This is an optimization exercise on Yosys and OpenROAD, whose aim is small area, a short achievable clock period and few clock cycles, not a production implementation. In this exercise RTL edits were held to simulation tests only and were not proved equivalent to the original. Power and IR drop assume default switching activity.

==> design/flow/run.sh <==
#!/bin/bash
# synth_recipe.tcl (not shown) runs the flow's synth.tcl, then flattens the netlist and writes it again
# the make line also repeats each setting of config.mk as NAME=value (left out here)
make -C /OpenROAD-flow-scripts/flow DESIGN_CONFIG=/design/flow/config.mk WORK_HOME=/design/flow/orfs CLKGATE_MAP_FILE= SYNTH_SCRIPT=/design/flow/synth_recipe.tcl finish
==> design/flow/config.mk <==
export PLATFORM = sky130hd
export DESIGN_NAME = cvu
export DESIGN_NICKNAME = cvu
export VERILOG_FILES = /design/flow/design.v
export SDC_FILE = /design/flow/constraint.sdc
export NUM_CORES = 4
export LEC_CHECK = 0
export CAP_MARGIN = 20
export CORE_MARGIN = 2
export CORE_UTILIZATION = 40
export SLEW_MARGIN = 20
==> design/flow/design.v <==
module cvu (
    input  wire        clk,
    input  wire        rst,           
    input  wire        req_valid,
    output wire        req_ready,
    input  wire        req_we,
    input  wire [5:0]  req_addr,      
    input  wire [31:0] req_wdata,
    output reg         rsp_valid,
    output reg  [31:0] rsp_rdata
);
    localparam A_PG_ID     = 6'h00, A_PG_REV    = 6'h01, A_PG_CAP    = 6'h02;
    localparam A_PG_CTRL   = 6'h03, A_PG_STAT   = 6'h04, A_PG_EVRAW  = 6'h05;
    localparam A_PG_EVMASK = 6'h06, A_PG_EVOUT  = 6'h07, A_PG_EVSET  = 6'h08;
    localparam A_PG_INJSEL = 6'h09, A_PG_INJARM = 6'h0A, A_PG_FAULT  = 6'h0B;
    localparam A_PG_FCNT   = 6'h0C, A_PG_OWNER  = 6'h0D, A_PG_LOCK   = 6'h0E;
    localparam A_CFG       = 6'h10, A_POLY_LO   = 6'h11, A_POLY_HI   = 6'h12;
    localparam A_INIT_LO   = 6'h13, A_INIT_HI   = 6'h14, A_XOR_LO    = 6'h15;
    localparam A_XOR_HI    = 6'h16, A_ACFG      = 6'h17, A_CTRL      = 6'h18;
    localparam A_DIN1      = 6'h19, A_DIN2      = 6'h1A, A_DIN4      = 6'h1B;
    localparam A_EXP_LO    = 6'h1C, A_EXP_HI    = 6'h1D, A_RES_LO    = 6'h1E;
    localparam A_RES_HI    = 6'h1F, A_STAT      = 6'h20, A_CNT       = 6'h21;
    localparam A_ACNT      = 6'h22;
    localparam [31:0] PG_ID_VAL  = 32'h0525_0100;
    localparam [31:0] PG_REV_VAL = 32'h0000_0100;
    localparam [2:0] ST_STOPPED = 3'd1, ST_RUNNING = 3'd3;
    localparam EV_WRQ_REJECT = 0, EV_CMD_IGNORED = 1, EV_STATE_DONE = 2;
    localparam EV_START_FAIL = 3, EV_MISMATCH = 8, EV_DONE = 9, EV_ABANDONED = 10;
    localparam [31:0] EV_IMPL = 32'h0000_073F;
    localparam [2:0] AL_OK = 3'd0, AL_REPEAT = 3'd1, AL_SKIP = 3'd2;
    localparam [2:0] AL_SHORT = 3'd3, AL_FIRST = 3'd4, AL_NONE = 3'd7;
    reg  [2:0]  pg_state;
    reg  [31:0] ev_raw;
    reg  [31:0] ev_mask;
    reg  [15:0] pg_fault;
    reg         pg_lock;
    reg  [31:0] cfg;
    reg  [63:0] poly;
    reg  [63:0] init;
    reg  [63:0] xorout;
    reg  [7:0]  maxgap;
    reg  [63:0] expect_v;
    reg  [63:0] result;
    reg         st_open;
    reg         st_match;
    reg  [2:0]  st_alive;
    reg  [7:0]  st_aval;
    reg  [15:0] st_bytes;
    reg  [15:0] cnt_frames;
    reg  [15:0] cnt_mism;
    reg  [15:0] cnt_rep;
    reg  [15:0] cnt_skip;
    reg         have_prev;      
    reg  [7:0]  prev_alive;
    reg  [7:0]  cap_byte;       
    reg  [63:0] crc;            
    reg  [31:0] dbuf;
    reg  [2:0]  dleft;
    wire busy = (dleft != 3'd0);
    assign req_ready = !busy;
    wire [6:0] cfg_width  = cfg[6:0];
    wire       cfg_refin  = cfg[8];
    wire       cfg_refout = cfg[9];
    wire       cfg_mode   = cfg[12];
    wire [1:0] cfg_alive  = cfg[17:16];
    wire       cfg_ahi    = cfg[20];
    wire [7:0] cfg_apos   = cfg[31:24];
    localparam [31:0] CFG_MASK = 32'hFF13_137F;
    localparam [31:0] CFG_RESET = 32'h0000_0320;
    function [63:0] rev64(input [63:0] x);
        integer i;
        begin
            for (i = 0; i < 64; i = i + 1)
                rev64[i] = x[63 - i];
        end
    endfunction
    function [15:0] sat_inc(input [15:0] x);
        sat_inc = (x == 16'hFFFF) ? x : x + 16'd1;
    endfunction
    function [63:0] crc_byte(input [63:0] r, input [7:0] d,
                             input [63:0] p, input refin);
        integer i;
        reg b, fb;
        begin
            for (i = 0; i < 8; i = i + 1) begin
                b  = refin ? d[i] : d[7 - i];
                fb = r[63] ^ b;
                r  = {r[62:0], 1'b0} ^ (fb ? p : 64'd0);
            end
            crc_byte = r;
        end
    endfunction
    wire [6:0]  lshift     = 7'd64 - cfg_width;
    wire [63:0] poly_al    = poly << lshift[5:0];
    wire [63:0] init_al    = cfg_refout ? rev64(init) : (init << lshift[5:0]);
    wire [63:0] crc_out    = cfg_refout ? rev64(crc) : (crc >> lshift[5:0]);
    wire [63:0] end_result = crc_out ^ xorout;
    wire [63:0] high_mask  = (cfg_width >= 7'd64) ? 64'd0 : (~64'd0 << cfg_width[5:0]);
    wire cfg_ok = (cfg_width != 7'd0) && (cfg_width <= 7'd64) && (poly != 64'd0) &&
                  ((poly & high_mask) == 64'd0) && ((init & high_mask) == 64'd0) &&
                  ((xorout & high_mask) == 64'd0) && (cfg_alive != 2'd3);
    wire [7:0] alive_v    = (cfg_alive == 2'd2) ? cap_byte :
                            (cfg_ahi ? {4'd0, cap_byte[7:4]} : {4'd0, cap_byte[3:0]});
    wire [7:0] alive_diff = (cfg_alive == 2'd2) ? (alive_v - prev_alive) :
                            {4'd0, alive_v[3:0] - prev_alive[3:0]};
    wire [7:0] maxgap_eff = (maxgap == 8'd0) ? 8'd1 : maxgap;
    wire       alive_short = (st_bytes < ({8'd0, cfg_apos} + 16'd1));
    reg  [2:0] alive_code;
    always @(*) begin
        if (cfg_alive == 2'd0)      alive_code = AL_NONE;
        else if (alive_short)       alive_code = AL_SHORT;
        else if (!have_prev)        alive_code = AL_FIRST;
        else if (alive_diff == 8'd0) alive_code = AL_REPEAT;
        else if (alive_diff > maxgap_eff) alive_code = AL_SKIP;
        else                        alive_code = AL_OK;
    end
    wire alive_bad = (alive_code == AL_REPEAT) || (alive_code == AL_SKIP) ||
                     (alive_code == AL_SHORT);
    wire res_match = (end_result == expect_v);
    wire mismatch  = cfg_mode && (!res_match || alive_bad);
    wire alive_acc = ((alive_code == AL_FIRST) || (alive_code == AL_OK)) &&
                     (!cfg_mode || res_match);
    reg [31:0] rdata;
    always @(*) begin
        case (req_addr)
            A_PG_ID:     rdata = PG_ID_VAL;
            A_PG_REV:    rdata = PG_REV_VAL;
            A_PG_STAT:   rdata = {29'd0, pg_state};
            A_PG_EVRAW:  rdata = ev_raw;
            A_PG_EVMASK: rdata = ev_mask;
            A_PG_EVOUT:  rdata = ev_raw & ev_mask;
            A_PG_FAULT:  rdata = {16'd0, pg_fault};
            A_PG_LOCK:   rdata = {31'd0, pg_lock};
            A_CFG:       rdata = cfg;
            A_POLY_LO:   rdata = poly[31:0];
            A_POLY_HI:   rdata = poly[63:32];
            A_INIT_LO:   rdata = init[31:0];
            A_INIT_HI:   rdata = init[63:32];
            A_XOR_LO:    rdata = xorout[31:0];
            A_XOR_HI:    rdata = xorout[63:32];
            A_ACFG:      rdata = {24'd0, maxgap};
            A_EXP_LO:    rdata = expect_v[31:0];
            A_EXP_HI:    rdata = expect_v[63:32];
            A_RES_LO:    rdata = result[31:0];
            A_RES_HI:    rdata = result[63:32];
            A_STAT:      rdata = {st_bytes, st_aval, 3'd0, st_alive, st_match, st_open};
            A_CNT:       rdata = {cnt_mism, cnt_frames};
            A_ACNT:      rdata = {cnt_skip, cnt_rep};
            default:     rdata = 32'd0;
        endcase
    end
    wire acc     = req_valid && req_ready;
    wire acc_wr  = acc && req_we;
    wire stopped = (pg_state == ST_STOPPED);
    wire running = (pg_state == ST_RUNNING);
    task clear_k;
        begin
            pg_state   <= ST_STOPPED;
            ev_raw     <= 32'd0;
            ev_mask    <= 32'd0;
            pg_fault   <= 16'd0;
            cfg        <= CFG_RESET;
            poly       <= 64'h0000_0000_04C1_1DB7;
            init       <= 64'h0000_0000_FFFF_FFFF;
            xorout     <= 64'h0000_0000_FFFF_FFFF;
            maxgap     <= 8'd1;
            expect_v   <= 64'd0;
            result     <= 64'd0;
            st_open    <= 1'b0;
            st_match   <= 1'b0;
            st_alive   <= 3'd0;
            st_aval    <= 8'd0;
            st_bytes   <= 16'd0;
            cnt_frames <= 16'd0;
            cnt_mism   <= 16'd0;
            cnt_rep    <= 16'd0;
            cnt_skip   <= 16'd0;
            have_prev  <= 1'b0;
            prev_alive <= 8'd0;
            cap_byte   <= 8'd0;
            crc        <= 64'd0;
            dleft      <= 3'd0;
            dbuf       <= 32'd0;
        end
    endtask
    always @(posedge clk) begin
        rsp_valid <= 1'b0;
        if (rst) begin
            clear_k;
            pg_lock   <= 1'b0;
            rsp_rdata <= 32'd0;
        end else if (busy) begin
            crc      <= crc_byte(crc, dbuf[7:0], poly_al, cfg_refin);
            if (st_bytes == {8'd0, cfg_apos})
                cap_byte <= dbuf[7:0];
            st_bytes <= sat_inc(st_bytes);
            dbuf     <= {8'd0, dbuf[31:8]};
            dleft    <= dleft - 3'd1;
        end else if (acc && !req_we) begin
            rsp_valid <= 1'b1;
            rsp_rdata <= rdata;
        end else if (acc_wr) begin
            case (req_addr)
                A_PG_CTRL: begin
                    if (req_wdata[2]) begin                        
                        if (stopped) begin
                            clear_k;
                            ev_raw <= 32'd1 << EV_STATE_DONE;
                        end else
                            ev_raw[EV_CMD_IGNORED] <= 1'b1;
                    end else if (req_wdata[1]) begin               
                        if (running) begin
                            pg_state <= ST_STOPPED;
                            ev_raw[EV_STATE_DONE] <= 1'b1;
                            if (st_open) begin
                                st_open <= 1'b0;
                                ev_raw[EV_ABANDONED] <= 1'b1;
                            end
                        end else
                            ev_raw[EV_CMD_IGNORED] <= 1'b1;
                    end else if (req_wdata[0]) begin               
                        if (stopped) begin
                            if (cfg_ok) begin
                                pg_state  <= ST_RUNNING;
                                have_prev <= 1'b0;
                                ev_raw[EV_STATE_DONE] <= 1'b1;
                            end else begin
                                if (pg_fault == 16'd0)
                                    pg_fault <= 16'h0003;
                                ev_raw[EV_START_FAIL] <= 1'b1;
                            end
                        end else
                            ev_raw[EV_CMD_IGNORED] <= 1'b1;
                    end
                end
                A_PG_EVRAW:  ev_raw  <= ev_raw & ~req_wdata;
                A_PG_EVMASK: ev_mask <= req_wdata & EV_IMPL;
                A_PG_EVSET:  ev_raw  <= ev_raw | (req_wdata & EV_IMPL);
                A_PG_LOCK:   if (req_wdata[0]) pg_lock <= 1'b1;
                A_CFG, A_POLY_LO, A_POLY_HI, A_INIT_LO, A_INIT_HI,
                A_XOR_LO, A_XOR_HI, A_ACFG: begin
                    if (stopped) begin
                        case (req_addr)
                            A_CFG:     cfg           <= req_wdata & CFG_MASK;
                            A_POLY_LO: poly[31:0]    <= req_wdata;
                            A_POLY_HI: poly[63:32]   <= req_wdata;
                            A_INIT_LO: init[31:0]    <= req_wdata;
                            A_INIT_HI: init[63:32]   <= req_wdata;
                            A_XOR_LO:  xorout[31:0]  <= req_wdata;
                            A_XOR_HI:  xorout[63:32] <= req_wdata;
                            default:   maxgap        <= req_wdata[7:0];
                        endcase
                    end else
                        ev_raw[EV_WRQ_REJECT] <= 1'b1;
                end
                A_EXP_LO: expect_v[31:0]  <= req_wdata;
                A_EXP_HI: expect_v[63:32] <= req_wdata;
                A_CTRL: begin
                    if (req_wdata[2]) begin                        
                        clear_k;
                    end else if (req_wdata[1]) begin               
                        if (st_open) begin
                            st_open    <= 1'b0;
                            result     <= end_result;
                            st_match   <= cfg_mode && res_match;
                            st_alive   <= alive_code;
                            if (cfg_alive != 2'd0 && alive_code != AL_SHORT)
                                st_aval <= alive_v;
                            if (alive_acc) begin
                                have_prev  <= 1'b1;
                                prev_alive <= alive_v;
                            end
                            cnt_frames <= sat_inc(cnt_frames);
                            if (mismatch)
                                cnt_mism <= sat_inc(cnt_mism);
                            if (alive_code == AL_REPEAT)
                                cnt_rep <= sat_inc(cnt_rep);
                            if (alive_code == AL_SKIP || alive_code == AL_SHORT)
                                cnt_skip <= sat_inc(cnt_skip);
                            ev_raw[EV_DONE] <= 1'b1;
                            if (mismatch)
                                ev_raw[EV_MISMATCH] <= 1'b1;
                        end else
                            ev_raw[EV_CMD_IGNORED] <= 1'b1;
                    end else if (req_wdata[0]) begin               
                        if (running) begin
                            if (st_open)
                                ev_raw[EV_ABANDONED] <= 1'b1;
                            st_open  <= 1'b1;
                            st_bytes <= 16'd0;
                            crc      <= init_al;
                        end else
                            ev_raw[EV_CMD_IGNORED] <= 1'b1;
                    end
                end
                A_DIN1, A_DIN2, A_DIN4: begin
                    if (st_open) begin
                        dbuf  <= req_wdata;
                        dleft <= (req_addr == A_DIN1) ? 3'd1 :
                                 (req_addr == A_DIN2) ? 3'd2 : 3'd4;
                    end else
                        ev_raw[EV_CMD_IGNORED] <= 1'b1;
                end
                default: ;
            endcase
        end
    end
endmodule
==> design/flow/constraint.sdc <==
create_clock -name core_clock -period 10.0 [get_ports {clk}]
set_input_delay 2.0000 -clock core_clock [delete_from_list [all_inputs] [get_ports {clk}]]
set_output_delay 2.0000 -clock core_clock [all_outputs]
set_load 0.01 [all_outputs]
==> out/results.ini <==
[status]
status = complete, no violations

[die]
die-area_um2 = 134000
core-area_um2 = 131000
die_y_um = 367
floorplan.initialDensity_pct = 40.2
io_pins = 76
die_w_um = 367
std_cell_rows = 133

[global_routing]
grt_pass1_vias = 52700
grtUsageTotal_pct = 43.8
grt_max_degree = 141
overflow = 0
grt_pass1_wl_um = 424000
antenna_found_initial = 17

[critical_path]
start_kind = flip-flop
cp.required_ns = 10.58
path_cells = clkinv_2, ha_4, mux2_2, mux2_2, mux4_2, a2111oi_4, or2_2, nor4_1, nor3_1, xnor3_1, or3_1, a211oi_2, a211o_1, nand2_1, a32o_1, a211oi_1, xor2_1, a2111oi_0
critPathBufInv = 1
crit_family = compound AO/OA/AOI/OAI gates
cp-end-kind = flip-flop
cpMaxStageDelayCell = ha_4
crit_fanout = 63
cpMostUsedCell = mux2_2
arrival_ns = 8.86
critPathMaxStageDelay_ns = 0.88
timing_worst_setup_path_type = reg2reg

[synth]
synth-seq-cells = 635
syn-cell-area_um2 = 52600
ys_async_sr_fraction_pct = 0
synth_fp_nets = 6839
ys.flop_type = dfxtp_1
ys_warn_count = 1
syn_inst = 6760
avgSynthCellArea_um2 = 7.79
synth_edf_count = 0
synth.distinct_cells = 98
yosysSeqAreaShare_pct = 24.2

[pwr]
ir_drop_mv = 0.236
power.total_mw = 13.0
p_leak_nw = 20.0
power_density_nw_per_um2 = 223

[routing]
drt_wl_total_um = 307000
drt_pass1_iterations = 8
drt-vias-per-instance = 7.00
initialDrtViolationCount = 11100
vias = 58600
ant_nets = 0
post-route-drc-count = 0
avgRoutedWirePerCell_um = 36.7

[timing]
drv_slew = 0
skew_ns = 0.0597
setup_viol = 0
rsz0062_at_grt = no
fmax_ghz = 0.121
tns_ns = 0
fin_crit_ns = 8.28
relSlewSlack_pct = 10.5
period_share_pct = 82.8
hold_viol = 0
worst_pin_slew_ns = 1.33

[clock_tree]
clock_path_buffers = 3
numCtsBuffers = 76
clkSlewWorstSetupHoldPaths_ns = 0.06
cts-resized-gates = 0
cts-htree-levels = 3
cts_tree = built
cts.sinks = 635
post_cts_buffers = 0
cts_root_buf = clkbuf_16
ctsHoldBuffers = 0
clk_latency_ns = 0.74

[layout]
fillers = 13200
layout_common_cells = nor2_1, nand2_1, dfxtp_1
area_growth_pct = 10.2
nNetsFinal = 6616
drive_above_1_share_pct = 11.9
final_common_cell = nor2_1
design_area_um2 = 58000

[placed_design]
hpwlAfterDp_um = 222000
numPortBuffers = 75
gp_congestion = 1.10
detailed_place.area_um2 = 55300

[job]
drv_cap = 0

[min_path]
hold_class = reg2reg

[state kept, by name, summed over array words and instances (netlist names), 3 cells and up]
name	count
cfg	21
dleft	3
cnt_skip	16
init	64
cnt_rep	16
expect_v	64
st_aval	8
cap_byte	8
crc	64
cnt_frames	16
ev_raw	32
result	64
st_bytes	16
cnt_mism	16
xorout	64
ev_mask	9
rsp_rdata	32
prev_alive	8
st_alive	3
dbuf	32
maxgap	8
poly	64
[power breakdown]
part	internal, mW	leakage (nW)	switching, mW
Sequential	2.69	5.13	0.406
Clock	1.76	1.28	1.30
Combinational	2.54	13.6	4.26
Total	6.99	20.0	5.97
[cell usage after synthesis, types with 93 or more instances]
cell | number | share of area [%]
xor2_1 | 117 | 1.9
dfxtp_1 | 635 | 24
o21ai_0 | 232 | 2.2
nand4_1 | 93 | 1.1
mux2i_1 | 215 | 4.1
mux2_2 | 144 | 3.1
nand3_1 | 262 | 2.5
clkbuf_1 | 463 | 3.3
a21oi_1 | 417 | 4.0
a22oi_1 | 340 | 4.8
mux4_2 | 186 | 8.0
xnor2_1 | 548 | 9.1
nand2_1 | 869 | 6.2
nor2_1 | 942 | 6.7
nor3_1 | 116 | 1.1
[layout make-up]
cell class	count	area [um^2]	share of cell area, %
multi-input cells	5462	37700	64.9
flip-flops and latches	635	12700	21.9
repair buffers	297	2470	4.25
well taps	1755	2200	3.79
clock buffers	105	2150	3.71
clock inverters	31	507	0.874
inverters	65	253	0.436
diodes	15	37.5	0.0647
[stage by stage]
step	utilization, %	instances	setup slack (ns)	hold WS (ns)
after floorplan	-	6760	1.40	0.428
after global placement	42.2	8208	2.02	0.439
after detailed placement	42.2	8212	1.94	0.447
after CTS	44.2	8348	1.91	0.453
after global routing	44.2	8351	1.29	0.474
final	44.3	8365	1.72	0.451
[path summary, 6_finish.rpt]
path | endpoint | slack, ns | cells after the start | from
worst max-delay path | crc[55] | 1.72 | 18 | cfg[0]
worst min-delay path | dbuf[29] | 0.45 | 2 | dbuf[29]
worst max register to register | crc[55] | 1.72 | 18 | cfg[0]
worst min register to register | dbuf[29] | 0.45 | 2 | dbuf[29]
[logic make-up (layout without fill, tap and decap cells)]
logic type	Yosys count	in the layout	share of synthesized area (%)
fa+ha+maj	37	37	0.894
other cells	0	15	0
flops	635	635	24.2
xor+xnor	696	696	12.4
compound gates	1618	1618	21.0
simple gates	2560	2560	21.2
buf+inv	663	498	5.08
mux	551	551	15.3
[worst min-delay path, delay by kind of cell (launching register included)]
| kind | cells | cell delay (ns) |
|---|---|---|
| DFF | 1 | 0.31 |
| AOI/OAI and AO/OA | 1 | 0.05 |
| and+or+nand+nor | 1 | 0.05 |
[layer usage]
metal  vias to the layer above  share of wire (%)  GRT usage (%)
met5                         -              0.019              0
met4                        10                9.6           33.0
met3                      1268                 14           14.5
met2                      5061                 40           61.9
met1                     28200                 36           54.9
li1                      24000                  -              -
Testbench counts, summed over its fixed seeds: cycles 139,154.

afterwards: timing with drivers on the ports:
In the flow no input, the clock included, has a driving cell. The finished layout below was timed again as built, in two steps. Step 1, drivers: a clkbuf_16 drives clk and a buf_2 each remaining input, both assumed. Step 2 adds t to the input delays and takes it off the output delays; t is the mean of the earliest and latest rising clock arrival at the registers after step 1. Input paths then give back, and output paths get back, about the clock's delay inside the block. Slacks: no drivers / after step 1 / after step 2; pairs: no drivers / after step 1.
t (ns): 0.791
slack for setup (ns): 1.717 / 1.717 / 1.717
clock arrival spread, ns: 0.060 / 0.061
After both steps setup and hold are still met in this run. The setup slack of this run moves by 0.000 ns with the drivers and by 0.000 ns with both steps.
